Source: an optimization exercise on an open RTL-to-GDS flow (aim: small area, a short achievable clock period and few clock cycles per item). Production flows keep margins and buffers that such runs may drop.
The RTL was checked by simulation tests, not by an equivalence proof against the original design.

==> flow/design.v <==
module gst_ecc (
    input  wire        clk,
    input  wire        rst,
    input  wire        req_valid,
    output wire        req_ready,
    input  wire [1:0]  req_op,        
    input  wire [33:0] req_addr,      
    input  wire [31:0] req_origin,
    input  wire [79:0] req_cw,        
    input  wire [63:0] req_wdata,     
    input  wire [7:0]  req_wmask,     
    output reg         rsp_valid,
    input  wire        rsp_ready,
    output wire [63:0] rsp_data,
    output wire        rsp_wr,
    output wire [79:0] rsp_cw,
    output wire [1:0]  rsp_weight,    
    output wire        rsp_poison,
    input  wire        stat_clr,      
    input  wire [1:0]  log_clr,       
    output wire [63:0] eccstat,
    output wire [63:0] ecclog,
    output wire [31:0] eccorg
);
    wire [6:0] s1, s3;
    wire par;
    wire sx_0 = req_cw[24] ^ req_cw[75];
    wire sx_1 = req_cw[25] ^ req_cw[76];
    wire sx_2 = req_cw[55] ^ req_cw[72];
    wire sx_3 = req_cw[58] ^ sx_0;
    wire sx_4 = req_cw[17] ^ req_cw[33];
    wire sx_5 = req_cw[30] ^ req_cw[37];
    wire sx_6 = req_cw[23] ^ req_cw[50];
    wire sx_7 = req_cw[27] ^ req_cw[56];
    wire sx_8 = req_cw[19] ^ req_cw[67];
    wire sx_9 = req_cw[38] ^ req_cw[51];
    wire sx_10 = req_cw[59] ^ req_cw[73];
    wire sx_11 = req_cw[60] ^ req_cw[74];
    wire sx_12 = req_cw[8] ^ req_cw[39];
    wire sx_13 = req_cw[9] ^ req_cw[40];
    wire sx_14 = req_cw[16] ^ req_cw[52];
    wire sx_15 = req_cw[28] ^ req_cw[57];
    wire sx_16 = req_cw[26] ^ req_cw[61];
    wire sx_17 = req_cw[20] ^ req_cw[68];
    wire sx_18 = req_cw[21] ^ req_cw[69];
    wire sx_19 = req_cw[7] ^ sx_6;
    wire sx_20 = req_cw[15] ^ sx_9;
    wire sx_21 = req_cw[49] ^ sx_5;
    wire sx_22 = req_cw[78] ^ sx_3;
    wire sx_23 = sx_1 ^ sx_10;
    wire sx_24 = req_cw[29] ^ req_cw[32];
    wire sx_25 = req_cw[13] ^ req_cw[48];
    wire sx_26 = req_cw[18] ^ req_cw[66];
    wire sx_27 = req_cw[31] ^ req_cw[77];
    wire sx_28 = req_cw[22] ^ sx_7;
    wire sx_29 = req_cw[46] ^ req_cw[71];
    wire sx_30 = req_cw[45] ^ sx_2;
    wire sx_31 = req_cw[10] ^ req_cw[34];
    wire sx_32 = req_cw[14] ^ req_cw[36];
    wire sx_33 = req_cw[11] ^ req_cw[41];
    wire sx_34 = req_cw[12] ^ req_cw[47];
    wire sx_35 = req_cw[43] ^ req_cw[53];
    wire sx_36 = req_cw[35] ^ sx_11;
    wire sx_37 = req_cw[42] ^ sx_15;
    wire sx_38 = req_cw[54] ^ sx_8;
    wire sx_39 = req_cw[62] ^ sx_4;
    wire sx_40 = req_cw[70] ^ sx_16;
    wire sx_41 = sx_12 ^ sx_14;
    wire sx_42 = sx_18 ^ sx_20;
    wire sx_43 = sx_17 ^ sx_26;
    wire sx_44 = sx_21 ^ sx_28;
    wire sx_45 = sx_22 ^ sx_30;
    wire sx_46 = req_cw[5] ^ sx_13;
    wire sx_47 = req_cw[3] ^ sx_19;
    wire sx_48 = req_cw[6] ^ sx_44;
    wire sx_49 = req_cw[44] ^ sx_25;
    wire sx_50 = req_cw[64] ^ sx_24;
    wire sx_51 = req_cw[63] ^ sx_31;
    wire sx_52 = sx_23 ^ sx_29;
    wire sx_53 = sx_27 ^ sx_33;
    wire sx_54 = sx_34 ^ sx_41;
    wire sx_55 = sx_32 ^ sx_43;
    wire sx_56 = req_cw[4] ^ req_cw[65];
    wire sx_57 = req_cw[52] ^ req_cw[53];
    wire sx_58 = req_cw[61] ^ sx_39;
    wire sx_59 = sx_4 ^ sx_42;
    wire sx_60 = sx_2 ^ sx_46;
    wire sx_61 = sx_36 ^ sx_37;
    wire sx_62 = sx_40 ^ sx_45;
    wire sx_63 = sx_35 ^ sx_52;
    wire sx_64 = sx_38 ^ sx_49;
    wire sx_65 = sx_47 ^ sx_51;
    wire sx_66 = req_cw[18] ^ req_cw[42];
    wire sx_67 = req_cw[23] ^ req_cw[39];
    wire sx_68 = req_cw[0] ^ req_cw[75];
    wire sx_69 = req_cw[4] ^ req_cw[72];
    wire sx_70 = req_cw[26] ^ req_cw[65];
    wire sx_71 = req_cw[2] ^ sx_13;
    wire sx_72 = req_cw[51] ^ req_cw[57];
    wire sx_73 = req_cw[54] ^ req_cw[74];
    wire sx_74 = req_cw[1] ^ sx_50;
    wire sx_75 = req_cw[47] ^ sx_8;
    wire sx_76 = req_cw[46] ^ sx_19;
    wire sx_77 = req_cw[13] ^ sx_56;
    wire sx_78 = req_cw[71] ^ sx_1;
    wire sx_79 = req_cw[66] ^ sx_16;
    wire sx_80 = req_cw[25] ^ sx_60;
    wire sx_81 = req_cw[41] ^ sx_48;
    wire sx_82 = req_cw[77] ^ sx_18;
    wire sx_83 = req_cw[37] ^ sx_59;
    wire sx_84 = sx_14 ^ sx_22;
    wire sx_85 = sx_17 ^ sx_27;
    wire sx_86 = sx_20 ^ sx_24;
    wire sx_87 = sx_11 ^ sx_37;
    wire sx_88 = sx_12 ^ sx_36;
    wire sx_89 = req_cw[73] ^ sx_57;
    wire sx_90 = req_cw[76] ^ sx_62;
    wire sx_91 = sx_25 ^ sx_35;
    wire sx_92 = sx_23 ^ sx_40;
    wire sx_93 = sx_29 ^ sx_45;
    wire sx_94 = sx_39 ^ sx_53;
    wire sx_95 = sx_54 ^ sx_63;
    wire sx_96 = sx_55 ^ sx_64;
    wire sx_97 = sx_50 ^ sx_72;
    wire sx_98 = sx_61 ^ sx_65;
    wire sx_99 = sx_54 ^ sx_86;
    wire sx_100 = sx_67 ^ sx_82;
    wire sx_101 = sx_70 ^ sx_89;
    wire sx_102 = sx_84 ^ sx_97;
    wire sx_103 = sx_94 ^ sx_98;
    assign s1[0] = (((sx_44 ^ sx_52) ^ (sx_53 ^ (sx_19 ^ sx_38))) ^ (sx_87 ^ ((sx_68 ^ ((req_cw[14] ^ req_cw[44]) ^ (req_cw[55] ^ req_cw[62]))) ^ sx_42)));
    assign s1[1] = ((sx_99 ^ (sx_87 ^ (sx_85 ^ (((req_cw[43] ^ req_cw[56]) ^ sx_6) ^ (req_cw[63] ^ (req_cw[1] ^ req_cw[22])))))) ^ sx_90);
    assign s1[2] = (sx_102 ^ (sx_63 ^ ((sx_100 ^ sx_58) ^ (sx_71 ^ ((req_cw[30] ^ sx_7) ^ sx_49)))));
    assign s1[3] = ((sx_65 ^ (sx_101 ^ (sx_75 ^ ((req_cw[70] ^ (req_cw[11] ^ req_cw[40])) ^ (sx_66 ^ sx_7))))) ^ (sx_83 ^ sx_93));
    assign s1[4] = (((((sx_69 ^ sx_73) ^ sx_28) ^ (sx_9 ^ ((req_cw[34] ^ req_cw[35]) ^ (req_cw[48] ^ req_cw[64])))) ^ (sx_43 ^ ((req_cw[70] ^ (req_cw[19] ^ req_cw[24])) ^ (sx_15 ^ sx_33)))) ^ sx_95);
    assign s1[5] = (((((req_cw[49] ^ req_cw[58]) ^ (req_cw[71] ^ req_cw[75])) ^ (sx_34 ^ ((req_cw[17] ^ req_cw[20]) ^ (req_cw[29] ^ req_cw[36])))) ^ (sx_100 ^ sx_101)) ^ ((sx_61 ^ sx_64) ^ sx_80));
    assign s1[6] = (((sx_55 ^ (((req_cw[50] ^ (req_cw[10] ^ req_cw[21])) ^ sx_91) ^ (sx_73 ^ ((req_cw[29] ^ req_cw[40]) ^ sx_10)))) ^ sx_81) ^ sx_90);
    assign s3[0] = (((sx_58 ^ sx_60) ^ (sx_75 ^ ((req_cw[56] ^ (req_cw[31] ^ req_cw[38])) ^ (sx_15 ^ sx_68)))) ^ (sx_76 ^ ((sx_23 ^ sx_51) ^ sx_55)));
    assign s3[1] = ((((sx_77 ^ sx_85) ^ (sx_8 ^ ((req_cw[50] ^ req_cw[5]) ^ sx_57))) ^ sx_59) ^ (sx_92 ^ (((req_cw[8] ^ (req_cw[14] ^ req_cw[34])) ^ sx_21) ^ (sx_3 ^ sx_30))));
    assign s3[2] = (((sx_79 ^ sx_91) ^ ((((req_cw[19] ^ req_cw[27]) ^ (req_cw[38] ^ req_cw[68])) ^ (sx_13 ^ sx_5)) ^ (sx_41 ^ sx_78))) ^ sx_103);
    assign s3[3] = (sx_83 ^ ((((sx_32 ^ ((req_cw[28] ^ req_cw[48]) ^ (req_cw[59] ^ req_cw[6]))) ^ sx_74) ^ (sx_76 ^ sx_88)) ^ ((sx_79 ^ (sx_3 ^ sx_53)) ^ sx_80)));
    assign s3[4] = (sx_93 ^ (sx_48 ^ (((sx_26 ^ (req_cw[9] ^ (req_cw[16] ^ req_cw[32]))) ^ (sx_38 ^ sx_77)) ^ (sx_58 ^ sx_88))));
    assign s3[5] = (sx_102 ^ (sx_96 ^ (sx_47 ^ (((req_cw[69] ^ (req_cw[12] ^ req_cw[33])) ^ (sx_11 ^ sx_69)) ^ (sx_21 ^ sx_78)))));
    assign s3[6] = (sx_81 ^ (sx_99 ^ (((sx_66 ^ ((req_cw[33] ^ req_cw[36]) ^ (req_cw[60] ^ req_cw[62]))) ^ sx_92) ^ (sx_71 ^ (((req_cw[65] ^ req_cw[67]) ^ (req_cw[78] ^ req_cw[7])) ^ (sx_0 ^ sx_31))))));
    assign par = (sx_103 ^ ((((sx_42 ^ sx_74) ^ (sx_46 ^ (sx_56 ^ (req_cw[79] ^ (req_cw[0] ^ req_cw[2]))))) ^ (sx_48 ^ sx_96)) ^ (sx_62 ^ sx_95)));
    wire [6:0] w3;
    wire [127:0] w3_tab0 = 128'h85171f397d3521e1ec0715d9c155d956;
    wire [127:0] w3_tab1 = 128'h077bca8c40edde83cfa9b8fae20590f0;
    wire [127:0] w3_tab2 = 128'hd3d8a3c4b729aac8883ed3b1ef77e000;
    wire [127:0] w3_tab3 = 128'h9d7459fd639529fbdb72e2c062284688;
    wire [127:0] w3_tab4 = 128'h76d02a17ab13d34bf22b331b534913bc;
    wire [127:0] w3_tab5 = 128'h7a55ce6bcde0f5c45424a2b9e9a25f80;
    wire [127:0] w3_tab6 = 128'h4ae285f65b8d65a17edf971ddc8880a0;
    assign w3 = {w3_tab6[s1], w3_tab5[s1], w3_tab4[s1], w3_tab3[s1], w3_tab2[s1], w3_tab1[s1], w3_tab0[s1]};
    wire [6:0] t;
    wire [12:0] tm_p;
    assign tm_p[0] = (s3[0] & w3[0]);
    assign tm_p[1] = (s3[0] & w3[1]) ^ (s3[1] & w3[0]);
    assign tm_p[2] = (s3[0] & w3[2]) ^ (s3[1] & w3[1]) ^ (s3[2] & w3[0]);
    assign tm_p[3] = (s3[0] & w3[3]) ^ (s3[1] & w3[2]) ^ (s3[2] & w3[1]) ^ (s3[3] & w3[0]);
    assign tm_p[4] = (s3[0] & w3[4]) ^ (s3[1] & w3[3]) ^ (s3[2] & w3[2]) ^ (s3[3] & w3[1]) ^ (s3[4] & w3[0]);
    assign tm_p[5] = (s3[0] & w3[5]) ^ (s3[1] & w3[4]) ^ (s3[2] & w3[3]) ^ (s3[3] & w3[2]) ^ (s3[4] & w3[1]) ^ (s3[5] & w3[0]);
    assign tm_p[6] = (s3[0] & w3[6]) ^ (s3[1] & w3[5]) ^ (s3[2] & w3[4]) ^ (s3[3] & w3[3]) ^ (s3[4] & w3[2]) ^ (s3[5] & w3[1]) ^ (s3[6] & w3[0]);
    assign tm_p[7] = (s3[1] & w3[6]) ^ (s3[2] & w3[5]) ^ (s3[3] & w3[4]) ^ (s3[4] & w3[3]) ^ (s3[5] & w3[2]) ^ (s3[6] & w3[1]);
    assign tm_p[8] = (s3[2] & w3[6]) ^ (s3[3] & w3[5]) ^ (s3[4] & w3[4]) ^ (s3[5] & w3[3]) ^ (s3[6] & w3[2]);
    assign tm_p[9] = (s3[3] & w3[6]) ^ (s3[4] & w3[5]) ^ (s3[5] & w3[4]) ^ (s3[6] & w3[3]);
    assign tm_p[10] = (s3[4] & w3[6]) ^ (s3[5] & w3[5]) ^ (s3[6] & w3[4]);
    assign tm_p[11] = (s3[5] & w3[6]) ^ (s3[6] & w3[5]);
    assign tm_p[12] = (s3[6] & w3[6]);
    assign t[0] = tm_p[0] ^ tm_p[7] ^ tm_p[11];
    assign t[1] = tm_p[1] ^ tm_p[8] ^ tm_p[12];
    assign t[2] = tm_p[2] ^ tm_p[9];
    assign t[3] = tm_p[3] ^ tm_p[7] ^ tm_p[10] ^ tm_p[11];
    assign t[4] = tm_p[4] ^ tm_p[8] ^ tm_p[11] ^ tm_p[12];
    assign t[5] = tm_p[5] ^ tm_p[9] ^ tm_p[12];
    assign t[6] = tm_p[6] ^ tm_p[10];
    wire [6:0] c = t ^ 7'd1;
    wire [6:0] z0;
    wire zx_0 = c[3] ^ c[6];
    wire zx_1 = c[2] ^ c[4];
    assign z0[0] = 1'b0;
    assign z0[1] = (zx_0 ^ zx_1);
    assign z0[2] = (c[4] ^ zx_0);
    assign z0[3] = (c[5] ^ c[6]);
    assign z0[4] = (c[1] ^ zx_1);
    assign z0[5] = (c[5] ^ zx_0);
    assign z0[6] = zx_0;
    wire [6:0] x1n;
    wire [12:0] xm_p;
    assign xm_p[0] = (s1[0] & z0[0]);
    assign xm_p[1] = (s1[0] & z0[1]) ^ (s1[1] & z0[0]);
    assign xm_p[2] = (s1[0] & z0[2]) ^ (s1[1] & z0[1]) ^ (s1[2] & z0[0]);
    assign xm_p[3] = (s1[0] & z0[3]) ^ (s1[1] & z0[2]) ^ (s1[2] & z0[1]) ^ (s1[3] & z0[0]);
    assign xm_p[4] = (s1[0] & z0[4]) ^ (s1[1] & z0[3]) ^ (s1[2] & z0[2]) ^ (s1[3] & z0[1]) ^ (s1[4] & z0[0]);
    assign xm_p[5] = (s1[0] & z0[5]) ^ (s1[1] & z0[4]) ^ (s1[2] & z0[3]) ^ (s1[3] & z0[2]) ^ (s1[4] & z0[1]) ^ (s1[5] & z0[0]);
    assign xm_p[6] = (s1[0] & z0[6]) ^ (s1[1] & z0[5]) ^ (s1[2] & z0[4]) ^ (s1[3] & z0[3]) ^ (s1[4] & z0[2]) ^ (s1[5] & z0[1]) ^ (s1[6] & z0[0]);
    assign xm_p[7] = (s1[1] & z0[6]) ^ (s1[2] & z0[5]) ^ (s1[3] & z0[4]) ^ (s1[4] & z0[3]) ^ (s1[5] & z0[2]) ^ (s1[6] & z0[1]);
    assign xm_p[8] = (s1[2] & z0[6]) ^ (s1[3] & z0[5]) ^ (s1[4] & z0[4]) ^ (s1[5] & z0[3]) ^ (s1[6] & z0[2]);
    assign xm_p[9] = (s1[3] & z0[6]) ^ (s1[4] & z0[5]) ^ (s1[5] & z0[4]) ^ (s1[6] & z0[3]);
    assign xm_p[10] = (s1[4] & z0[6]) ^ (s1[5] & z0[5]) ^ (s1[6] & z0[4]);
    assign xm_p[11] = (s1[5] & z0[6]) ^ (s1[6] & z0[5]);
    assign xm_p[12] = (s1[6] & z0[6]);
    assign x1n[0] = xm_p[0] ^ xm_p[7] ^ xm_p[11];
    assign x1n[1] = xm_p[1] ^ xm_p[8] ^ xm_p[12];
    assign x1n[2] = xm_p[2] ^ xm_p[9];
    assign x1n[3] = xm_p[3] ^ xm_p[7] ^ xm_p[10] ^ xm_p[11];
    assign x1n[4] = xm_p[4] ^ xm_p[8] ^ xm_p[11] ^ xm_p[12];
    assign x1n[5] = xm_p[5] ^ xm_p[9] ^ xm_p[12];
    assign x1n[6] = xm_p[6] ^ xm_p[10];
    wire [6:0] x2n = x1n ^ s1;
    wire s1z = (s1 == 7'd0);
    wire cz  = (t == 7'd1);
    wire fue = s1z ? (s3 != 7'd0) : (!cz && (par || !t[0]));
    wire is_w = (req_op == 2'd0);
    wire is_m = (req_op == 2'd2);
    wire is_s = (req_op == 2'd3);
    wire [7:0] kmask = is_w ? 8'hFF : is_m ? req_wmask : 8'h00;
    reg  [63:0] xm;
    integer bi;
    always @(*) begin
        for (bi = 0; bi < 8; bi = bi + 1)
            xm[8*bi +: 8] = kmask[bi] ? req_wdata[8*bi +: 8] : req_cw[14 + 8*bi +: 8];
    end
    reg [63:0] q_x;
    reg [7:0]  q_kmask;
    reg [6:0]  x1, x2;
    reg        q_s1z, q_cz, q_fue, q_par, q_pr;
    reg        q_w, q_m, q_s;
    reg [33:0] q_addr;
    reg [31:0] q_origin;
    wire load = !rsp_valid || rsp_ready;
    assign req_ready = load;
    always @(posedge clk) begin
        if (rst)
            rsp_valid <= 1'b0;
        else if (load)
            rsp_valid <= req_valid;
        if (load) begin
            q_x      <= xm;
            q_kmask  <= kmask;
            x1       <= x1n;
            x2       <= x2n;
            q_s1z    <= s1z;
            q_cz     <= cz;
            q_fue    <= fue;
            q_par    <= par;
            q_pr     <= req_cw[78];
            q_w      <= is_w;
            q_m      <= is_m;
            q_s      <= is_s;
            q_addr   <= req_addr;
            q_origin <= req_origin;
        end
    end
    wire       v1, p1;
    wire [127:0] v1_tab0 = 128'h341efc53e5ef4f6366edbbb9ab551f7e;
    assign v1 = {v1_tab0[x1]};
    wire [127:0] p1_tab0 = 128'h00000000000040000000000000000000;
    assign p1 = {p1_tab0[x1]};
    wire       v2, p2;
    wire [127:0] v2_tab0 = 128'h341efc53e5ef4f6366edbbb9ab551f7e;
    assign v2 = {v2_tab0[x2]};
    wire [127:0] p2_tab0 = 128'h00000000000040000000000000000000;
    assign p2 = {p2_tab0[x2]};
    wire       ue = q_fue || (!q_s1z && (!v2 || (!q_cz && !v1)));
    wire [1:0] w  = q_s1z ? {1'b0, q_par} : (q_cz && q_par) ? 2'd1 : 2'd2;
    wire       pz = !ue && (q_pr ^ p1 ^ p2);
    assign rsp_weight = q_w ? 2'd0 : ue ? 2'd3 : w;
    assign rsp_poison = !q_w && pz;
    assign rsp_wr     = q_w || q_m || (q_s && !pz && (ue || w != 2'd0));
    wire   enc_p      = (q_m && (ue || pz)) || (q_s && ue);
    wire   q_report   = !q_w && !(q_s && pz);
    wire   q_scrub    = q_s;
    reg [63:0] en;
    integer bj;
    always @(*) begin
        for (bj = 0; bj < 8; bj = bj + 1)
            en[8*bj +: 8] = {8{!ue && !q_kmask[bj]}};
    end
    wire [63:0] h1, h2;
    assign h1[0] = (x1 == 7'd65);
    assign h1[1] = (x1 == 7'd11);
    assign h1[2] = (x1 == 7'd22);
    assign h1[3] = (x1 == 7'd44);
    assign h1[4] = (x1 == 7'd88);
    assign h1[5] = (x1 == 7'd57);
    assign h1[6] = (x1 == 7'd114);
    assign h1[7] = (x1 == 7'd109);
    assign h1[8] = (x1 == 7'd83);
    assign h1[9] = (x1 == 7'd47);
    assign h1[10] = (x1 == 7'd94);
    assign h1[11] = (x1 == 7'd53);
    assign h1[12] = (x1 == 7'd106);
    assign h1[13] = (x1 == 7'd93);
    assign h1[14] = (x1 == 7'd51);
    assign h1[15] = (x1 == 7'd102);
    assign h1[16] = (x1 == 7'd69);
    assign h1[17] = (x1 == 7'd3);
    assign h1[18] = (x1 == 7'd6);
    assign h1[19] = (x1 == 7'd12);
    assign h1[20] = (x1 == 7'd24);
    assign h1[21] = (x1 == 7'd48);
    assign h1[22] = (x1 == 7'd96);
    assign h1[23] = (x1 == 7'd73);
    assign h1[24] = (x1 == 7'd27);
    assign h1[25] = (x1 == 7'd54);
    assign h1[26] = (x1 == 7'd108);
    assign h1[27] = (x1 == 7'd81);
    assign h1[28] = (x1 == 7'd43);
    assign h1[29] = (x1 == 7'd86);
    assign h1[30] = (x1 == 7'd37);
    assign h1[31] = (x1 == 7'd74);
    assign h1[32] = (x1 == 7'd29);
    assign h1[33] = (x1 == 7'd58);
    assign h1[34] = (x1 == 7'd116);
    assign h1[35] = (x1 == 7'd97);
    assign h1[36] = (x1 == 7'd75);
    assign h1[37] = (x1 == 7'd31);
    assign h1[38] = (x1 == 7'd62);
    assign h1[39] = (x1 == 7'd124);
    assign h1[40] = (x1 == 7'd113);
    assign h1[41] = (x1 == 7'd107);
    assign h1[42] = (x1 == 7'd95);
    assign h1[43] = (x1 == 7'd55);
    assign h1[44] = (x1 == 7'd110);
    assign h1[45] = (x1 == 7'd85);
    assign h1[46] = (x1 == 7'd35);
    assign h1[47] = (x1 == 7'd70);
    assign h1[48] = (x1 == 7'd5);
    assign h1[49] = (x1 == 7'd10);
    assign h1[50] = (x1 == 7'd20);
    assign h1[51] = (x1 == 7'd40);
    assign h1[52] = (x1 == 7'd80);
    assign h1[53] = (x1 == 7'd41);
    assign h1[54] = (x1 == 7'd82);
    assign h1[55] = (x1 == 7'd45);
    assign h1[56] = (x1 == 7'd90);
    assign h1[57] = (x1 == 7'd61);
    assign h1[58] = (x1 == 7'd122);
    assign h1[59] = (x1 == 7'd125);
    assign h1[60] = (x1 == 7'd115);
    assign h1[61] = (x1 == 7'd111);
    assign h1[62] = (x1 == 7'd87);
    assign h1[63] = (x1 == 7'd39);
    assign h2[0] = (x2 == 7'd65);
    assign h2[1] = (x2 == 7'd11);
    assign h2[2] = (x2 == 7'd22);
    assign h2[3] = (x2 == 7'd44);
    assign h2[4] = (x2 == 7'd88);
    assign h2[5] = (x2 == 7'd57);
    assign h2[6] = (x2 == 7'd114);
    assign h2[7] = (x2 == 7'd109);
    assign h2[8] = (x2 == 7'd83);
    assign h2[9] = (x2 == 7'd47);
    assign h2[10] = (x2 == 7'd94);
    assign h2[11] = (x2 == 7'd53);
    assign h2[12] = (x2 == 7'd106);
    assign h2[13] = (x2 == 7'd93);
    assign h2[14] = (x2 == 7'd51);
    assign h2[15] = (x2 == 7'd102);
    assign h2[16] = (x2 == 7'd69);
    assign h2[17] = (x2 == 7'd3);
    assign h2[18] = (x2 == 7'd6);
    assign h2[19] = (x2 == 7'd12);
    assign h2[20] = (x2 == 7'd24);
    assign h2[21] = (x2 == 7'd48);
    assign h2[22] = (x2 == 7'd96);
    assign h2[23] = (x2 == 7'd73);
    assign h2[24] = (x2 == 7'd27);
    assign h2[25] = (x2 == 7'd54);
    assign h2[26] = (x2 == 7'd108);
    assign h2[27] = (x2 == 7'd81);
    assign h2[28] = (x2 == 7'd43);
    assign h2[29] = (x2 == 7'd86);
    assign h2[30] = (x2 == 7'd37);
    assign h2[31] = (x2 == 7'd74);
    assign h2[32] = (x2 == 7'd29);
    assign h2[33] = (x2 == 7'd58);
    assign h2[34] = (x2 == 7'd116);
    assign h2[35] = (x2 == 7'd97);
    assign h2[36] = (x2 == 7'd75);
    assign h2[37] = (x2 == 7'd31);
    assign h2[38] = (x2 == 7'd62);
    assign h2[39] = (x2 == 7'd124);
    assign h2[40] = (x2 == 7'd113);
    assign h2[41] = (x2 == 7'd107);
    assign h2[42] = (x2 == 7'd95);
    assign h2[43] = (x2 == 7'd55);
    assign h2[44] = (x2 == 7'd110);
    assign h2[45] = (x2 == 7'd85);
    assign h2[46] = (x2 == 7'd35);
    assign h2[47] = (x2 == 7'd70);
    assign h2[48] = (x2 == 7'd5);
    assign h2[49] = (x2 == 7'd10);
    assign h2[50] = (x2 == 7'd20);
    assign h2[51] = (x2 == 7'd40);
    assign h2[52] = (x2 == 7'd80);
    assign h2[53] = (x2 == 7'd41);
    assign h2[54] = (x2 == 7'd82);
    assign h2[55] = (x2 == 7'd45);
    assign h2[56] = (x2 == 7'd90);
    assign h2[57] = (x2 == 7'd61);
    assign h2[58] = (x2 == 7'd122);
    assign h2[59] = (x2 == 7'd125);
    assign h2[60] = (x2 == 7'd115);
    assign h2[61] = (x2 == 7'd111);
    assign h2[62] = (x2 == 7'd87);
    assign h2[63] = (x2 == 7'd39);
    assign rsp_data = q_x ^ ((h1 ^ h2) & en);
    wire [64:0] info = {enc_p, rsp_data};
    wire [13:0] chk;
    wire cpar;
    wire ex_0 = info[3] ^ info[14];
    wire ex_1 = info[17] ^ info[43];
    wire ex_2 = info[0] ^ info[22];
    wire ex_3 = info[1] ^ info[23];
    wire ex_4 = info[2] ^ info[24];
    wire ex_5 = info[4] ^ info[26];
    wire ex_6 = info[5] ^ info[27];
    wire ex_7 = info[25] ^ info[30];
    wire ex_8 = info[13] ^ info[46];
    wire ex_9 = info[31] ^ info[47];
    wire ex_10 = info[37] ^ info[62];
    wire ex_11 = info[38] ^ info[63];
    wire ex_12 = info[9] ^ info[29];
    wire ex_13 = info[18] ^ info[44];
    wire ex_14 = info[6] ^ info[61];
    wire ex_15 = info[33] ^ info[58];
    wire ex_16 = info[32] ^ ex_5;
    wire ex_17 = info[39] ^ info[64];
    wire ex_18 = info[50] ^ info[53];
    wire ex_19 = info[56] ^ ex_0;
    wire ex_20 = ex_7 ^ ex_9;
    wire ex_21 = info[12] ^ info[45];
    wire ex_22 = info[10] ^ info[48];
    wire ex_23 = info[11] ^ info[49];
    wire ex_24 = info[28] ^ info[42];
    wire ex_25 = info[7] ^ ex_10;
    wire ex_26 = info[40] ^ ex_2;
    wire ex_27 = info[41] ^ ex_3;
    wire ex_28 = info[52] ^ ex_1;
    wire ex_29 = info[55] ^ ex_4;
    wire ex_30 = info[57] ^ ex_8;
    wire ex_31 = info[60] ^ ex_6;
    wire ex_32 = info[20] ^ info[59];
    wire ex_33 = info[21] ^ ex_11;
    wire ex_34 = info[19] ^ ex_14;
    wire ex_35 = info[15] ^ ex_30;
    wire ex_36 = info[54] ^ ex_20;
    wire ex_37 = ex_16 ^ ex_18;
    wire ex_38 = ex_21 ^ ex_22;
    wire ex_39 = ex_15 ^ ex_31;
    wire ex_40 = info[16] ^ info[50];
    wire ex_41 = info[8] ^ ex_13;
    wire ex_42 = info[34] ^ info[59];
    wire ex_43 = info[35] ^ ex_17;
    wire ex_44 = info[51] ^ ex_12;
    wire ex_45 = info[29] ^ ex_39;
    wire ex_46 = info[44] ^ ex_24;
    wire ex_47 = info[54] ^ ex_26;
    wire ex_48 = ex_11 ^ ex_27;
    wire ex_49 = ex_23 ^ ex_29;
    wire ex_50 = ex_25 ^ ex_32;
    wire ex_51 = ex_19 ^ ex_38;
    wire ex_52 = info[14] ^ info[33];
    wire ex_53 = info[13] ^ info[49];
    wire ex_54 = info[0] ^ ex_0;
    wire ex_55 = info[8] ^ info[61];
    wire ex_56 = info[26] ^ info[43];
    wire ex_57 = info[30] ^ info[45];
    wire ex_58 = info[40] ^ info[42];
    wire ex_59 = info[10] ^ ex_13;
    wire ex_60 = info[24] ^ ex_8;
    wire ex_61 = info[4] ^ ex_28;
    wire ex_62 = info[1] ^ ex_33;
    wire ex_63 = info[36] ^ info[63];
    wire ex_64 = info[36] ^ info[64];
    wire ex_65 = info[51] ^ info[55];
    wire ex_66 = info[23] ^ ex_19;
    wire ex_67 = info[11] ^ ex_36;
    wire ex_68 = info[48] ^ ex_1;
    wire ex_69 = info[27] ^ ex_23;
    wire ex_70 = info[7] ^ ex_45;
    wire ex_71 = info[37] ^ ex_17;
    wire ex_72 = info[5] ^ ex_49;
    wire ex_73 = info[12] ^ ex_46;
    wire ex_74 = info[16] ^ ex_50;
    wire ex_75 = info[46] ^ ex_20;
    wire ex_76 = info[28] ^ ex_42;
    wire ex_77 = info[60] ^ ex_12;
    wire ex_78 = info[34] ^ ex_40;
    wire ex_79 = info[32] ^ ex_47;
    wire ex_80 = ex_4 ^ ex_34;
    wire ex_81 = info[62] ^ ex_43;
    wire ex_82 = ex_14 ^ ex_29;
    wire ex_83 = ex_27 ^ ex_35;
    wire ex_84 = ex_26 ^ ex_37;
    wire ex_85 = ex_24 ^ ex_41;
    wire ex_86 = ex_34 ^ ex_44;
    wire ex_87 = ex_28 ^ ex_53;
    wire ex_88 = ex_35 ^ ex_68;
    wire ex_89 = ex_51 ^ ex_56;
    wire ex_90 = ex_48 ^ ex_60;
    wire ex_91 = ex_66 ^ ex_84;
    assign chk[0] = (ex_88 ^ ((((ex_52 ^ ex_57) ^ ex_41) ^ (ex_6 ^ (ex_18 ^ ex_2))) ^ ((ex_71 ^ ex_76) ^ ex_86)));
    assign chk[1] = (((ex_39 ^ ex_47) ^ ex_74) ^ (ex_87 ^ ((((info[38] ^ info[57]) ^ ex_18) ^ (ex_22 ^ ex_3)) ^ ((ex_55 ^ ex_9) ^ ex_43))));
    assign chk[2] = ((ex_49 ^ (ex_33 ^ (((info[19] ^ info[43]) ^ ex_10) ^ (ex_57 ^ ex_64)))) ^ (ex_83 ^ (ex_45 ^ ex_79)));
    assign chk[3] = (((ex_73 ^ ex_75) ^ (ex_78 ^ (ex_19 ^ ex_71))) ^ (ex_82 ^ ((ex_32 ^ (info[22] ^ ex_15)) ^ ex_48)));
    assign chk[4] = (ex_91 ^ ((ex_75 ^ ex_80) ^ (ex_85 ^ (((info[35] ^ info[38]) ^ (info[9] ^ (info[21] ^ info[33]))) ^ (ex_25 ^ ex_31)))));
    assign chk[5] = (((ex_59 ^ ((info[17] ^ ex_64) ^ ex_54)) ^ ex_90) ^ (ex_50 ^ (ex_36 ^ ex_37)));
    assign chk[6] = ((((ex_42 ^ (ex_1 ^ ex_2)) ^ ex_37) ^ (ex_62 ^ ex_82)) ^ ((ex_77 ^ (ex_30 ^ ex_46)) ^ ex_67));
    assign chk[7] = (ex_70 ^ (ex_89 ^ (((ex_13 ^ ex_3) ^ (ex_65 ^ ((info[22] ^ info[2]) ^ (info[32] ^ info[61])))) ^ (ex_36 ^ ex_81))));
    assign chk[8] = ((((((info[18] ^ info[31]) ^ ex_10) ^ (ex_17 ^ ex_63)) ^ (ex_28 ^ ex_44)) ^ ex_72) ^ ex_91);
    assign chk[9] = (((ex_51 ^ ex_61) ^ (ex_76 ^ (ex_55 ^ ((info[25] ^ info[39]) ^ ex_12)))) ^ (ex_79 ^ ex_90));
    assign chk[10] = ((((ex_7 ^ ((info[47] ^ info[53]) ^ ex_5)) ^ ex_81) ^ (ex_77 ^ ((ex_52 ^ ex_58) ^ ex_59))) ^ (ex_72 ^ ex_83));
    assign chk[11] = ((ex_67 ^ ex_89) ^ (ex_80 ^ (((info[58] ^ (info[15] ^ info[41])) ^ ex_78) ^ (ex_63 ^ (ex_58 ^ ex_6)))));
    assign chk[12] = ((((ex_65 ^ ((info[35] ^ info[3]) ^ (info[41] ^ info[64]))) ^ ex_73) ^ (ex_69 ^ ((info[6] ^ (info[25] ^ info[31])) ^ ex_16))) ^ (ex_74 ^ ex_88));
    assign chk[13] = ((((((info[14] ^ info[36]) ^ (info[47] ^ info[56])) ^ (ex_21 ^ ex_40)) ^ (ex_16 ^ ex_33)) ^ (ex_85 ^ ex_87)) ^ ex_70);
    assign cpar = ((ex_62 ^ ex_86) ^ (((ex_15 ^ (info[57] ^ (info[20] ^ info[2]))) ^ (ex_25 ^ ex_38)) ^ ((ex_54 ^ ex_69) ^ ex_61)));
    assign rsp_cw = {cpar, info, chk};
    reg [31:0] ce1_cnt;
    reg [15:0] ce2_cnt;
    reg [15:0] ue_cnt;
    reg [33:0] log_addr;
    reg [1:0]  log_weight;
    reg        log_poison;
    reg        log_scrub;
    reg        log_valid;
    reg        log_ovf;
    reg [31:0] org;
    wire       rsp_fire  = rsp_valid && rsp_ready;
    wire       ev_bad    = rsp_poison || (rsp_weight == 2'd3);
    wire       ev_ce1    = rsp_fire && q_report && !ev_bad && (rsp_weight == 2'd1);
    wire       ev_ce2    = rsp_fire && q_report && !ev_bad && (rsp_weight == 2'd2);
    wire       ev_ue     = rsp_fire && q_report && ev_bad;
    wire       ev_log    = ev_ce1 || ev_ce2 || ev_ue;
    wire [31:0] ce1_base = stat_clr ? 32'd0 : ce1_cnt;
    wire [15:0] ce2_base = stat_clr ? 16'd0 : ce2_cnt;
    wire [15:0] ue_base  = stat_clr ? 16'd0 : ue_cnt;
    wire        valid_base = log_valid && !log_clr[0];
    wire        ovf_base   = log_ovf && !log_clr[1];
    always @(posedge clk) begin
        if (rst) begin
            ce1_cnt    <= 32'd0;
            ce2_cnt    <= 16'd0;
            ue_cnt     <= 16'd0;
            log_addr   <= 34'd0;
            log_weight <= 2'd0;
            log_poison <= 1'b0;
            log_scrub  <= 1'b0;
            log_valid  <= 1'b0;
            log_ovf    <= 1'b0;
            org        <= 32'd0;
        end else begin
            ce1_cnt <= (ev_ce1 && ce1_base != 32'hFFFF_FFFF) ? ce1_base + 32'd1 : ce1_base;
            ce2_cnt <= (ev_ce2 && ce2_base != 16'hFFFF) ? ce2_base + 16'd1 : ce2_base;
            ue_cnt  <= (ev_ue  && ue_base  != 16'hFFFF) ? ue_base  + 16'd1 : ue_base;
            log_valid <= valid_base || ev_log;
            log_ovf   <= ovf_base || (ev_log && valid_base);
            if (ev_log && !valid_base) begin
                log_addr   <= q_addr;
                log_weight <= ev_bad ? 2'd3 : rsp_weight;
                log_poison <= rsp_poison;
                log_scrub  <= q_scrub;
                org        <= q_origin;
            end
        end
    end
    assign eccstat = {ue_cnt, ce2_cnt, ce1_cnt};
    assign ecclog  = {21'd0, log_ovf, log_valid, log_scrub, log_poison, log_weight, log_addr, 3'd0};
    assign eccorg  = org;
endmodule
==> flow/flow/run.sh <==
#!/bin/bash
# The standard layout, with the ports buffered by the smallest buffer
# (sky130_fd_sc_hd__buf_1) instead of the default delay buffer, and timing
# repair aiming 14 ns below the clock period.
set -euo pipefail
bash standard.sh "BUFFER_PORTS_ARGS=-buffer_cell sky130_fd_sc_hd__buf_1" SETUP_SLACK_MARGIN=14 finish > standard_flow.log 2>&1
==> flow/standard.sh <==
#!/bin/bash
# synth_recipe.tcl (not shown) runs the flow's synth.tcl, then flattens the netlist and writes it again
# the make line also repeats each setting of config.mk as NAME=value (left out here)
make -C /OpenROAD-flow-scripts/flow DESIGN_CONFIG=/design/flow/config.mk WORK_HOME=/design/flow/orfs CLKGATE_MAP_FILE= SYNTH_SCRIPT=/design/flow/synth_recipe.tcl "${@:-finish}"
==> flow/config.mk <==
export PLATFORM = sky130hd
export DESIGN_NAME = gst_ecc
export DESIGN_NICKNAME = gst_ecc
export VERILOG_FILES = /design/flow/design.v
export SDC_FILE = /design/flow/constraint.sdc
export NUM_CORES = 4
export LEC_CHECK = 0
export CAP_MARGIN = 20
export CORE_MARGIN = 2
export CORE_UTILIZATION = 60
export CTS_CLUSTER_DIAMETER = 60
export CTS_CLUSTER_SIZE = 24
export PLACE_DENSITY = 0.72
export SLEW_MARGIN = 20
==> flow/constraint.sdc <==
create_clock -name core_clock -period 25.0 [get_ports {clk}]
set_input_delay 5.0000 -clock core_clock [delete_from_list [all_inputs] [get_ports {clk}]]
set_output_delay 5.0000 -clock core_clock [all_outputs]
set_load 0.01 [all_outputs]
==> reports/results.tsv, run 1 <==
stage	metric	value	unit
synth	synth_cell_type_count	85	
die	top_level_ports	537	
critical_path	end_kind	flip-flop	
detailed_routing	drt_first_iter_violations	2445	
critical_path	critPathSlowestCell	sky130_fd_sc_hd__xnor3_2	
detailed_routing	num_vias	20400	
clock_network	number_of_clock_sinks_seen_by_cts	297	
worst_hold_path	whs_path_depth	2	
grt	grt_antenna_before_repair	2	
grt	grt.met3_usage	5.34	%
clock_network	cts_tree	yes	
detailed_routing	vias_per_cell	5.80	
timing	rsz0062_at_grt	no	
critical_path	critical_path_cell_count	22	
die	core_area	38600	um2
synth	synth_sequential_area_ratio	32.3	%
placed_design	place_hpwl	61100	um
grt	most_heavily_used_metal_layer_in_global_routing	met2	
die	die_height	201	um
clock_network	clk-insertion-delay-late	520	ps
finish	fill_cells	3150	
synth	synthCells	2583	
grt	first_pass_grt_wire_length	114000	um
detailed_routing	wl	78300	um
grt	overflow	0	
finish	seq_area	7550	um2
clock_network	cts-root-to-sink-buffers	3	
finish	multiInputGateArea	15000	um2
critical_path	timing.critical_path.buf_inv	4	
synth	syn-cell-area	23300	um2
clock_network	cts.clk_slew.worst_paths	90	ps
critical_path	critPathMaxFanout	46	
grt	globalRouteMet2Util	60.1	%
worst_hold_path	worstHoldPathType	reg -> reg	
critical_path	cp_slowest_stage_delay	550	ps
die	die_width	201	um
placed_design	place_congestion	1.10	
critical_path	critPathKind	in -> reg	
synth	synth_warnings	1	
synth	synth_seq_cells	297	
finish	num-nets-final	3237	
critical_path	worst-endpoint-required	25270	ps
finish	layout-drive-gt1-share	10.6	%
die	start_util	60.5	%
clock_network	holdBufCountCts	0	
synth	syn-mean-instance-area	9.04	um2
detailed_routing	detail_route.first_pass.iterations	8	
status	status	complete, no violations	
critical_path	timing.critical_path.arrival	11210	ps
finish	synthToLayoutAreaGrowth	14.3	%
die	dieArea	40500	um2
clock_network	cts.htree.levels	1	
timing	finalSetupViolCount	0	
detailed_routing	post-route-drc-count	0	
timing	post_layout_min_period	10940	ps
grt	pin_count_of_the_biggest_net_entering_global_routing	88	
grt	gr-usage-met1	48.9	%
timing	worst_clock_skew	16.6	ps
timing	finalHoldViolCount	0	
critical_path	critical_path.top_delay_family	XOR/XNOR gates	
synth	synth_edf_count	160	
timing	final-max-slew-violation-count	0	
timing	totalNegativeSetupSlack	0	ps
critical_path	worst-r2r-cell-count	18	
synth	asyncSetResetFlopFracSynth	0	%
timing	timing.max_slew.rel_slack	20.2	%
timing	post-route-period-util	43.8	%
critical_path	crit_path_cell_chain	buf_1, xnor2_2, xnor3_2, xor2_4, xnor2_4, xor2_4, buf_8, nor2_1, a221oi_1, a211oi_1, o41ai_4, nand2_1, xnor3_1, xnor2_2, xnor3_2, buf_4, inv_1, o311ai_0, xnor2_1, xor3_1, xor3_1, xnor2_1	
timing	clock.fmax	91.4	MHz
die	count_of_standard_cell_rows	72	
placed_design	port-buffer-count	512	
timing	timing_worst_slew_pin_value	1200	ps
critical_path	worstSetupStartpointType	input port	
detailed_routing	detail-route-antenna-nets	0	
grt	first_global_vias	18900	
clock_network	number_of_clock_buffers_inserted_by_tritoncts	19	
run	drv_cap	0	
grt	grt_usage	36.6	%
timing	holdWs	457	ps
synth	synth-main-ff-cell	sky130_fd_sc_hd__edfxtp_1	
finish	postLayoutCoreUtil	69.2	%
clock_network	cts_root_buffer	sky130_fd_sc_hd__clkbuf_16	
detailed_routing	post_drt_wl_per_cell	22.2	um
## synth_stat cells, drive strengths merged, types with 30 or more instances
cell	n	area (um2)
xnor2	573	5160
nand2	307	1150
nor2	258	968
edfxtp	160	4800
dfxtp	137	2740
a21oi	135	683
buf	120	860
xor2	110	1030
inv	100	375
clkbuf	87	327
nor3	80	400
mux2	68	766
o21ai	59	299
xnor3	49	1110
nand3	40	200
nor2b	30	188
## kinds of logic (layout without fill, tap and decap cells)
| family | count (synthesis) | in the layout | synth area share [%] |
|---|---|---|---|
| AOI/OAI and AO/OA | 304 | 304 | 8.23 |
| xor gates and xnor gates | 737 | 738 | 31.8 |
| DFF | 297 | 297 | 32.3 |
| adders and majority gates | 23 | 23 | 1.23 |
| buffers and inverters | 307 | 699 | 6.69 |
| and+or+nand+nor | 831 | 831 | 15.7 |
| other | 1 | 27 | 0.0161 |
| muxes | 83 | 83 | 3.98 |
## sequential cells by signal, summed over array words and instances (netlist names), 2 cells and up
register    cells
q_x            64
log_addr       34
q_addr         34
ce1_cnt        32
org            32
q_origin       32
ce2_cnt        16
ue_cnt         16
q_kmask         8
x1              7
x2              7
log_weight      2
## path summary, 6_finish.rpt
kind                        start                endpoint  slack (ps)
max reg2reg       x1[0]$_DFFE_PP_  ce1_cnt[25]$_SDFF_PP0_       19830
max                    req_cw[24]         x2[3]$_DFFE_PP_       14060
min reg2reg  org[25]$_SDFFE_PP0P_    org[25]$_SDFFE_PP0P_         460
min          org[25]$_SDFFE_PP0P_    org[25]$_SDFFE_PP0P_         460
## through the flow
step / area, um2 / worst slack (ps) / instances
global route: 26700 / 13910 / 3517
CTS: 25900 / 13910 / 3489
finish: 26700 / 14060 / 3520
detailed placement: 25100 / 12930 / 3451
floorplan: 23500 / 13820 / 2606
global placement: 25100 / 13010 / 3451
## final cells by class
class | instances | share of cell area [%]
inverters | 100 | 1.50
repair buffers | 566 | 9.13
clock inverters | 12 | 0.497
multi-input cells | 2003 | 56.2
well taps | 518 | 2.43
clock buffers | 21 | 1.89
flip-flops and latches | 297 | 28.3
diodes | 3 | 0.0281
## metal layers
metal	vias up	share of wire, %
li1	9288	-
met1	9690	39
met2	1222	47
met3	226	9.7
met4	2	4.3
met5	-	0.017
## cell usage in the layout, fill, tap and decap left out, types with 40 or more instances in the layout
| master | n |
|---|---|
| sky130_fd_sc_hd__xnor2_1 | 511 |
| sky130_fd_sc_hd__buf_1 | 496 |
| sky130_fd_sc_hd__nand2_1 | 307 |
| sky130_fd_sc_hd__nor2_1 | 256 |
| sky130_fd_sc_hd__edfxtp_1 | 160 |
| sky130_fd_sc_hd__dfxtp_1 | 137 |
| sky130_fd_sc_hd__a21oi_1 | 130 |
| sky130_fd_sc_hd__xor2_1 | 100 |
| sky130_fd_sc_hd__inv_1 | 96 |
| sky130_fd_sc_hd__nor3_1 | 76 |
| sky130_fd_sc_hd__mux2_2 | 68 |
| sky130_fd_sc_hd__xnor2_2 | 57 |
| sky130_fd_sc_hd__o21ai_0 | 52 |
| sky130_fd_sc_hd__buf_4 | 46 |
| sky130_fd_sc_hd__nand3_1 | 40 |
## worst reg2reg max path, cell delays in order, from the launching register on
cell	delay (ps)
sky130_fd_sc_hd__edfxtp_1	500
sky130_fd_sc_hd__inv_1	130
sky130_fd_sc_hd__ha_1	340
sky130_fd_sc_hd__mux4_2	480
sky130_fd_sc_hd__mux2_2	270
sky130_fd_sc_hd__a21oi_1	180
sky130_fd_sc_hd__nor2_1	60
sky130_fd_sc_hd__a41oi_1	230
sky130_fd_sc_hd__o211ai_1	130
sky130_fd_sc_hd__and2_2	290
sky130_fd_sc_hd__nor2_1	180
sky130_fd_sc_hd__and4_1	510
sky130_fd_sc_hd__nand4_1	220
sky130_fd_sc_hd__nor2_1	250
sky130_fd_sc_hd__nand2_1	200
sky130_fd_sc_hd__nor2_1	390
sky130_fd_sc_hd__nand2_1	220
sky130_fd_sc_hd__or3_1	350
sky130_fd_sc_hd__a21oi_1	140
## timing repair
action,CTS,global route
gates cloned,1,2
setup endpoints to repair,17,29
setup buffers,4,26
gates resized for setup,29,112
endpoints found under the hold margin,0,0
pin swaps,3,24
Testbench counts, summed over its fixed seeds: cycles 12,008, items 12,000.
==> inputs of run 2 (changes only) <==
==> flow/flow/run.sh (replaced) <==
#!/bin/bash
# The standard layout, with the ports buffered by the smallest buffer
# (sky130_fd_sc_hd__buf_1) instead of the default delay buffer, and timing
# repair aiming 14.5 ns below the clock period.
set -euo pipefail
bash standard.sh "BUFFER_PORTS_ARGS=-buffer_cell sky130_fd_sc_hd__buf_1" SETUP_SLACK_MARGIN=14.5 finish > standard_flow.log 2>&1
--- a/flow/config.mk
+++ b/flow/config.mk
@@ -8,7 +8,5 @@
 export CAP_MARGIN = 20
 export CORE_MARGIN = 2
 export CORE_UTILIZATION = 60
-export CTS_CLUSTER_DIAMETER = 60
-export CTS_CLUSTER_SIZE = 24
 export PLACE_DENSITY = 0.72
 export SLEW_MARGIN = 20
==> run 2 against run 1 <==
Against the previous run:
- final cell count up 4.1%
- routed wire length grew 6.3%
- critical path depth rose by 1
- maximum frequency is 2.5% higher
- count of clock-buffer cells in the layout up 14
- largest cell class unchanged
==> reports/results.tsv, run 2 <==
stage	metric	value	unit	change
finish	layout-drive-gt1-share	20.4	%	+9.8 points
synth	synth_xor_xnor_area_share	31.8	%	unchanged
synth	synth_seq_cells	297		unchanged
grt	most_heavily_used_metal_layer_in_global_routing	met2		
timing	timing.max_slew.rel_slack	27.1	%	+6.9 points
synth	synth_sequential_area_ratio	32.3	%	unchanged
synth	synth.mux.area_fraction	3.98	%	unchanged
die	start_util	60.5	%	unchanged
detailed_routing	vias_per_cell	5.84		+0.66%
finish	top_register	q_x		
detailed_routing	post-route-drc-count	0		unchanged
die	count_of_standard_cell_rows	72		unchanged
timing	finalHoldViolCount	0		unchanged
synth	yosys.area_share.adder	1.23	%	unchanged
clock_network	cts.clk_slew.worst_paths	70	ps	-20 ps
clock_network	number_of_clock_sinks_seen_by_cts	297		unchanged
grt	pin_count_of_the_biggest_net_entering_global_routing	80		-9.1%
synth	synth_edf_count	160		unchanged
grt	first_pass_grt_wire_length	117000	um	+3.1%
timing	worst_setup_slack_after_layout	14330	ps	+271 ps
clock_network	number_of_clock_buffers_inserted_by_tritoncts	28		+9
grt	grt_antenna_before_repair	5		+3
finish	mostFrequentLayoutCell	sky130_fd_sc_hd__buf_1		
grt	globalRouteMet2Util	63.6	%	+3.5 points
status	status	complete, no violations		
clock_network	cts.htree.levels	1		unchanged
critical_path	end_kind	flip-flop		
finish	fill_cells	2693		-15%
placed_design	place_congestion	1.09		-0.55%
grt	first_global_vias	19500		+3.3%
timing	timing_worst_slew_pin_value	1090	ps	-103 ps
finish	final_cell_mix	sky130_fd_sc_hd__buf_1 (461), sky130_fd_sc_hd__xnor2_1 (432), sky130_fd_sc_hd__nand2_1 (303)		
synth	syn-mean-instance-area	9.04	um2	unchanged
worst_hold_path	worstHoldPathType	reg -> reg		
placed_design	dpl_worst_slack	12740	ps	-189 ps
timing	holdWs	452	ps	-5.34 ps
finish	max_reg_flops	64		unchanged
synth	synth_top_cell_area_share	20.9	%	unchanged
detailed_routing	num_vias	21400		+4.8%
clock_network	cts_root_buffer	sky130_fd_sc_hd__clkbuf_16		
finish	layout_top_registers	q_x x64, log_addr x34, q_addr x34		
die	die_height	201	um	unchanged
synth	synth_top_cells_by_count	sky130_fd_sc_hd__xnor2_1 (558), sky130_fd_sc_hd__nand2_1 (307), sky130_fd_sc_hd__nor2_1 (258), sky130_fd_sc_hd__edfxtp_1 (160), sky130_fd_sc_hd__dfxtp_1 (137)		
synth	synthCells	2583		unchanged
critical_path	worstSetupStartpointType	input port		
die	top_level_ports	537		unchanged
finish	num-nets-final	3371		+4.1%
synth	synth_cell_type_count	85		unchanged
synth	largest_family_of_logic_cells_by_synthesized_area	XOR/XNOR gates		
grt	grt_usage	37.7	%	+1.1 points
finish	synthToLayoutAreaGrowth	26.2	%	
clock_network	cts-root-to-sink-buffers	3		unchanged
critical_path	critPathKind	in -> reg		
detailed_routing	post_drt_wl_per_cell	22.7	um	+2.2%
timing	totalNegativeSetupSlack	0	ps	unchanged
critical_path	timing.critical_path.arrival	10990	ps	-220 ps
synth	synthSimpleGateAreaFrac	15.7	%	unchanged
critical_path	worst-endpoint-required	25320	ps	+50 ps
die	core_area	38600	um2	unchanged
die	die_width	201	um	unchanged
die	dieArea	40500	um2	unchanged
critical_path	critPathMaxFanout	28		-39%
clock_network	cts_tree	yes		
detailed_routing	detail-route-antenna-nets	0		unchanged
detailed_routing	drt_first_iter_violations	2483		+1.6%
synth	synth_compound_area_share	8.23	%	unchanged
timing	clock.fmax	93.7	MHz	+2.5%
timing	finalSetupViolCount	0		unchanged
detailed_routing	wl	83200	um	+6.3%
finish	multiInputGateArea	16300	um2	+8.5%
finish	seq_area	7550	um2	unchanged
grt	grt.met3_usage	5.18	%	-0.16 points
timing	post_layout_min_period	10670	ps	-271 ps
synth	synth_top_cells_by_area	sky130_fd_sc_hd__xnor2_1 (21%), sky130_fd_sc_hd__edfxtp_1 (21%), sky130_fd_sc_hd__dfxtp_1 (12%), sky130_fd_sc_hd__nand2_1 (4.9%), sky130_fd_sc_hd__nor2_1 (4.1%)		
synth	asyncSetResetFlopFracSynth	0	%	unchanged
synth	synth-main-ff-cell	sky130_fd_sc_hd__edfxtp_1		
timing	worst_clock_skew	15.7	ps	-0.896 ps
run	drv_cap	0		unchanged
placed_design	place_hpwl	61000	um	-0.22%
grt	overflow	0		unchanged
synth	yosysMostFrequentCell	sky130_fd_sc_hd__xnor2_1		
timing	final-max-slew-violation-count	0		unchanged
timing	post-route-period-util	42.7	%	-1.1 points
grt	gr-usage-met1	49.8	%	+0.82 points
clock_network	holdBufCountCts	0		unchanged
detailed_routing	detail_route.first_pass.iterations	7		-1
synth	synth_warnings	1		unchanged
synth	syn-cell-area	23300	um2	unchanged
placed_design	port-buffer-count	512		unchanged
timing	rsz0062_at_grt	yes		
synth	synth_top_area_cell	sky130_fd_sc_hd__xnor2_1		
clock_network	clk-insertion-delay-late	570	ps	+50 ps
run 2: routing by layer:
| layer | routed length [um] | up-vias |
|---|---|---|
| met5 | 23 | - |
| met4 | 4290 | 4 |
| met3 | 7620 | 310 |
| met2 | 39800 | 1356 |
| met1 | 31500 | 10200 |
| li1 | - | 9568 |
run 2: kinds of logic after synthesis:
kind of cell               count (synthesis)
AOI/OAI and AO/OA                        304
xor gates and xnor gates                 737
adders and majority gates                 23
buffers and inverters                    307
DFF                                      297
muxes                                     83
other                                      1
and+or+nand+nor                          831
run 2: worst paths after layout:
kind / from / end / slack [ps] / cells past startpoint
setup / recovery: req_cw[29] / x2[3]$_DFFE_PP_ / 14330 / 23
hold / removal: log_weight[0]$_SDFFE_PP0P_ / log_weight[0]$_SDFFE_PP0P_ / 450 / 2
setup reg to reg: x1[1]$_DFFE_PP_ / ce1_cnt[25]$_SDFF_PP0_ / 19710 / 19
hold reg to reg: log_weight[0]$_SDFFE_PP0P_ / log_weight[0]$_SDFFE_PP0P_ / 450 / 2
run 2: critical path, cell delays in order:
cell and delay, ps:
sky130_fd_sc_hd__buf_2 210, sky130_fd_sc_hd__xnor3_1 490, sky130_fd_sc_hd__xnor3_1 240, sky130_fd_sc_hd__xnor2_2 290, sky130_fd_sc_hd__xnor3_2 510, sky130_fd_sc_hd__buf_12 190, sky130_fd_sc_hd__or2_4 280, sky130_fd_sc_hd__nor3b_1 150
sky130_fd_sc_hd__a311oi_2 260, sky130_fd_sc_hd__a21oi_1 80, sky130_fd_sc_hd__a221oi_2 300, sky130_fd_sc_hd__buf_4 190, sky130_fd_sc_hd__nor3_1 60, sky130_fd_sc_hd__xnor2_1 270, sky130_fd_sc_hd__xnor3_2 450, sky130_fd_sc_hd__xnor3_2 460
sky130_fd_sc_hd__buf_12 170, sky130_fd_sc_hd__xor2_4 180, sky130_fd_sc_hd__a211o_1 290, sky130_fd_sc_hd__nand2_1 80, sky130_fd_sc_hd__xor3_1 430, sky130_fd_sc_hd__xor3_1 250, sky130_fd_sc_hd__xnor2_1 160
run 2: through the flow:
| stage | util [%] | instances | instance area [um2] |
|---|---|---|---|
| after floorplan | - | 2606 | 23600 |
| after global placement | 65.1 | 3449 | 25100 |
| after detailed placement | 65.1 | 3449 | 25100 |
| after CTS | 71.2 | 3560 | 27400 |
| after global routing | 76.4 | 3661 | 29400 |
| final | 76.4 | 3664 | 29500 |
run 2: area by class of cell:
type                    count  area share (%)
multi-input cells        2004            55.3
inverters                 100            1.41
well taps                 518            2.20
clock inverters            16           0.650
diodes                      4          0.0340
repair buffers            690            12.2
clock buffers              35            2.60
flip-flops and latches    297            25.6
run 2: timing repair:
item / CTS / global route
setup endpoints to repair: 31 / 30
setup buffers: 57 / 97
pin swaps: 46 / 87
gates resized for setup: 184 / 214
gates cloned: 3 / 3

[what the ideal ports hide]
The results above use ideal ports. As a check the final layouts listed here were re-extracted and re-timed, cells and wires unchanged.
Step 1 (the two cells are an assumption about what drives the block):
set clk [get_ports {clk}]
set_driving_cell -lib_cell sky130_fd_sc_hd__clkbuf_16 $clk
set_driving_cell -lib_cell sky130_fd_sc_hd__buf_2 [delete_from_list [all_inputs] $clk]
Step 2 also shifts input and output timing later by t, the mid clock arrival at the registers, as if the neighbouring blocks saw the same clock.
a / b / c = ideal ports / drivers / drivers and shift; a / b = the first two.
run	t, ns	slack for setup (ns)	hold slack, ns	clock arrival spread, ns	cell pins on the clock port's net
run 1	0.571	14.055 / 14.090 / 13.519	0.457 / 0.457 / 0.457	0.020 / 0.020	1
run 2	0.610	14.326 / 14.345 / 13.735	0.452 / 0.452 / 0.452	0.019 / 0.018	1
After both steps setup and hold are still met in every run listed. The setup slack of run 2, which loses most, moves by +0.019 ns with the drivers and by -0.591 ns with both steps.
